This is an optimization exercise on Yosys and OpenROAD, whose aim is small area, a short achievable clock period and few clock cycles per item, not a production implementation. Only simulation tests tie the RTL to the original design; equivalence was not proved.

Setup of job 4548:
Design flow_hash, start of the top module:
module flow_hash (
    input  wire         clk,
    input  wire         rst,
    input  wire [63:0]  hash_key0,
    input  wire [63:0]  hash_key1,
    input  wire [4:0]   bucket_bits,
    input  wire         in_valid,
    output wire         in_ready,
    input  wire         in_ipv6,
    input  wire         in_sym,
    input  wire [7:0]   in_proto,
    input  wire [15:0]  in_zone,
    input  wire [15:0]  in_sport,
    input  wire [15:0]  in_dport,
    input  wire [127:0] in_saddr,
    input  wire [127:0] in_daddr,
    output wire         out_valid,
    input  wire         out_ready,
    output wire [63:0]  out_hash,
    output wire [3:0]   out_shard,
    output wire [21:0]  out_bucket,
    output wire [15:0]  out_group,
    output wire         out_key_swap
);
Settings: LEC_CHECK=0, CAP_MARGIN=20, CORE_MARGIN=2, CORE_UTILIZATION=45, CTS_BUF_LIST=sky130_fd_sc_hd__clkbuf_8, CTS_CLUSTER_SIZE=20, SETUP_SLACK_MARGIN=5, SLEW_MARGIN=20, SYNTH_HIERARCHICAL=1, SYNTH_MINIMUM_KEEP_SIZE=0; clock period 11.0 ns.
standard.sh (not shown) runs the stock make flow with config.mk's settings and CLKGATE_MAP_FILE= SYNTH_SCRIPT=/design/flow/synth_recipe.tcl, a recipe that flattens the netlist after the stock synthesis.
==> flow/flow/run.sh <==
#!/bin/bash
bash standard.sh SETUP_SLACK_MARGIN=6.5 \
    "BUFFER_PORTS_ARGS=-buffer_cell sky130_fd_sc_hd__buf_1" \
    finish > standard.log 2>&1
Job 4548 | status: complete | timing, DRC, antenna: pass
Testbench counts of job 4548, summed over its fixed seeds: cycles 37,616, items 3,200.
The inputs of job 2216 differ from those of job 4548 as listed below.
- clearing CTS_BUF_LIST, which used to be sky130_fd_sc_hd__clkbuf_8
- clearing CTS_CLUSTER_SIZE, which used to be 20
==> flow/flow/run.sh <==
#!/bin/bash
bash standard.sh SETUP_SLACK_MARGIN=6 \
    "BUFFER_PORTS_ARGS=-buffer_cell sky130_fd_sc_hd__buf_2" \
    finish > standard.log 2>&1
--- outcome ---
- On register cell area after layout, the higher figure sits with job 4548, not job 2216.
- Re final routed wire length divided by cell count: job 2216 is 1.0 um down on job 4548.
- Leading cell type in the layout, fill and taps excluded: sky130_fd_sc_hd__inv_1 -> job 4548, sky130_fd_sc_hd__nand2_1 -> job 2216
- Delta(global-route usage, job 2216 - job 4548) < 0
## Diff of input files: job 1228 against job 2216
- setting CTS_BUF_LIST to sky130_fd_sc_hd__clkbuf_8 for the first time
- setting CTS_CLUSTER_SIZE to 20 for the first time
==> flow/flow/run.sh <==
#!/bin/bash
bash standard.sh SETUP_SLACK_MARGIN=6 \
    "BUFFER_PORTS_ARGS=-buffer_cell sky130_fd_sc_hd__buf_1" \
    finish > standard.log 2>&1
Notes after the runs:
Diff job 2216 -> job 1228: setup slack after layout rose 0.016 ns; hold slack fell 0.0073 ns; half-perimeter wire length after placement rose 1.9%; maximum frequency from static timing analysis rose about 0.33%; global routing met2 resource utilization rose 2.0 points. Re mean instance size in the synthesized netlist: no difference whatsoever between job 2216 and job 1228. Total routing resource utilization after global routing (higher): job 1228. Job 1228 finished all stages; the layout is clean.

Setup of north:
flow_hash again, from the RTL that the note above started with.
## flow_hash
module flow_hash (
    input  wire         clk,
    input  wire         rst,
    input  wire [63:0]  hash_key0,
    input  wire [63:0]  hash_key1,
    input  wire [4:0]   bucket_bits,
    input  wire         in_valid,
    output wire         in_ready,
    input  wire         in_ipv6,
    input  wire         in_sym,
    input  wire [7:0]   in_proto,
    input  wire [15:0]  in_zone,
    input  wire [15:0]  in_sport,
    input  wire [15:0]  in_dport,
    input  wire [127:0] in_saddr,
    input  wire [127:0] in_daddr,
    output wire         out_valid,
    input  wire         out_ready,
    output wire [63:0]  out_hash,
    output wire [3:0]   out_shard,
    output wire [21:0]  out_bucket,
    output wire [15:0]  out_group,
    output wire         out_key_swap
);
clock: 11.0 ns
lec_check: 0
cap_margin: 20
core_margin: 2
core_utilization: 42
cts_buf_list: sky130_fd_sc_hd__clkbuf_8
cts_cluster_size: 20
setup_slack_margin: 5
slew_margin: 20
synth_hierarchical: 1
synth_minimum_keep_size: 0
==> flow/flow/run.sh <==
#!/bin/bash
bash standard.sh SETUP_SLACK_MARGIN=6 \
    "BUFFER_PORTS_ARGS=-buffer_cell sky130_fd_sc_hd__buf_1" \
    finish > standard.log 2>&1
Testbench counts of north, summed over its fixed seeds: cycles 37,616, items 3,200.
[inputs] south vs north
Settings: CORE_UTILIZATION: 42 -> 45.
==> flow/flow/run.sh <==
#!/bin/bash
bash standard.sh SETUP_SLACK_MARGIN=5.75 \
    "BUFFER_PORTS_ARGS=-buffer_cell sky130_fd_sc_hd__buf_1" \
    finish > standard.log 2>&1
Notes after the runs:
[south] floorplan row count fell 3.8% relative to north. Clock skew across south and north: no real change.

== garnet ==
flow_hash, a different RTL version from the one above (not shown whole).
For scale: ~5900 cells after synthesis.
==> flow/design.v (excerpt) <==
module flow_hash (
    input  wire         clk,
    input  wire         rst,
    input  wire [63:0]  hash_key0,
    input  wire [63:0]  hash_key1,
    input  wire [4:0]   bucket_bits,
    input  wire         in_valid,
    output wire         in_ready,
    input  wire         in_ipv6,
    input  wire         in_sym,
    input  wire [7:0]   in_proto,
    input  wire [15:0]  in_zone,
    input  wire [15:0]  in_sport,
    input  wire [15:0]  in_dport,
    input  wire [127:0] in_saddr,
    input  wire [127:0] in_daddr,
    output wire         out_valid,
    input  wire         out_ready,
    output wire [63:0]  out_hash,
    output wire [3:0]   out_shard,
    output wire [21:0]  out_bucket,
    output wire [15:0]  out_group,
    output wire         out_key_swap
);
==> flow/config.mk <==
export PLATFORM = sky130hd
export DESIGN_NAME = flow_hash
export DESIGN_NICKNAME = flow_hash
export VERILOG_FILES = /design/flow/design.v
export SDC_FILE = /design/flow/constraint.sdc
export NUM_CORES = 4
export LEC_CHECK = 0
export CAP_MARGIN = 20
export CORE_MARGIN = 2
export CORE_UTILIZATION = 45
export SETUP_SLACK_MARGIN = 5
export SLEW_MARGIN = 20
export SYNTH_HIERARCHICAL = 1
export SYNTH_MINIMUM_KEEP_SIZE = 0
==> flow/constraint.sdc <==
create_clock -name core_clock -period 11.0 [get_ports {clk}]
set_input_delay 2.2000 -clock core_clock [delete_from_list [all_inputs] [get_ports {clk}]]
set_output_delay 2.2000 -clock core_clock [all_outputs]
set_load 0.01 [all_outputs]
==> flow/flow/run.sh <==
#!/bin/bash
bash standard.sh SETUP_SLACK_MARGIN=6 finish > standard.log 2>&1
Testbench counts of garnet, summed over its fixed seeds: cycles 37,616, items 3,200.
diff inputs: garnet => fjord
==> flow/flow/run.sh <==
#!/bin/bash
bash standard.sh SETUP_SLACK_MARGIN=6 \
    "BUFFER_PORTS_ARGS=-buffer_cell sky130_fd_sc_hd__buf_2" \
    finish > standard.log 2>&1
[summary]
- Re number of non-clock buffers in the layout: fjord and garnet aren't equal, and the lower value belongs to fjord.
- Relative to garnet, core utilization has gone down in fjord.
- Re final area: fjord is 3.2% down on garnet.
- Measured against each other, fjord and garnet differ in clock buffer count in the final layout, the higher figure coming from garnet.

==> re-timing with driven ports <==
In the flow no input, the clock included, has a driving cell. The finished layouts below were timed again as built, in two steps. Step 1 sets driving cells, clkbuf_16 on the clock port and buf_2 on the other inputs (assumed; they add their load-dependent delay and slew). Step 2 times the ports against the registers' clock, not the clock port: input delays grow and output delays shrink by t, the midpoint of the rising clock arrivals with the driver on. a / b / c = ideal / step 1 / step 2; a / b = the first two.
run	t (ns)	slack for setup (ns)	latest minus earliest clock arrival (ns)	worst data-port slew with drivers (ns)
job 4548	0.982	5.977 / 5.977 / 5.769	0.058 / 0.057	0.12
job 2216	0.775	5.941 / 5.941 / 5.797	0.040 / 0.040	0.26
job 1228	0.975	5.957 / 5.957 / 5.822	0.051 / 0.051	0.26
north	0.975	5.855 / 5.855 / 5.705	0.050 / 0.050	0.28
south	0.977	5.668 / 5.668 / 5.668	0.053 / 0.052	0.25
garnet	0.775	5.812 / 5.812 / 5.503	0.038 / 0.038	0.12
fjord	0.782	5.823 / 5.823 / 5.823	0.046 / 0.047	0.15
After both steps setup and hold are still met in every run listed. For garnet, which loses most, drivers alone change the setup slack by 0.000 ns; drivers and shift together by -0.309 ns.
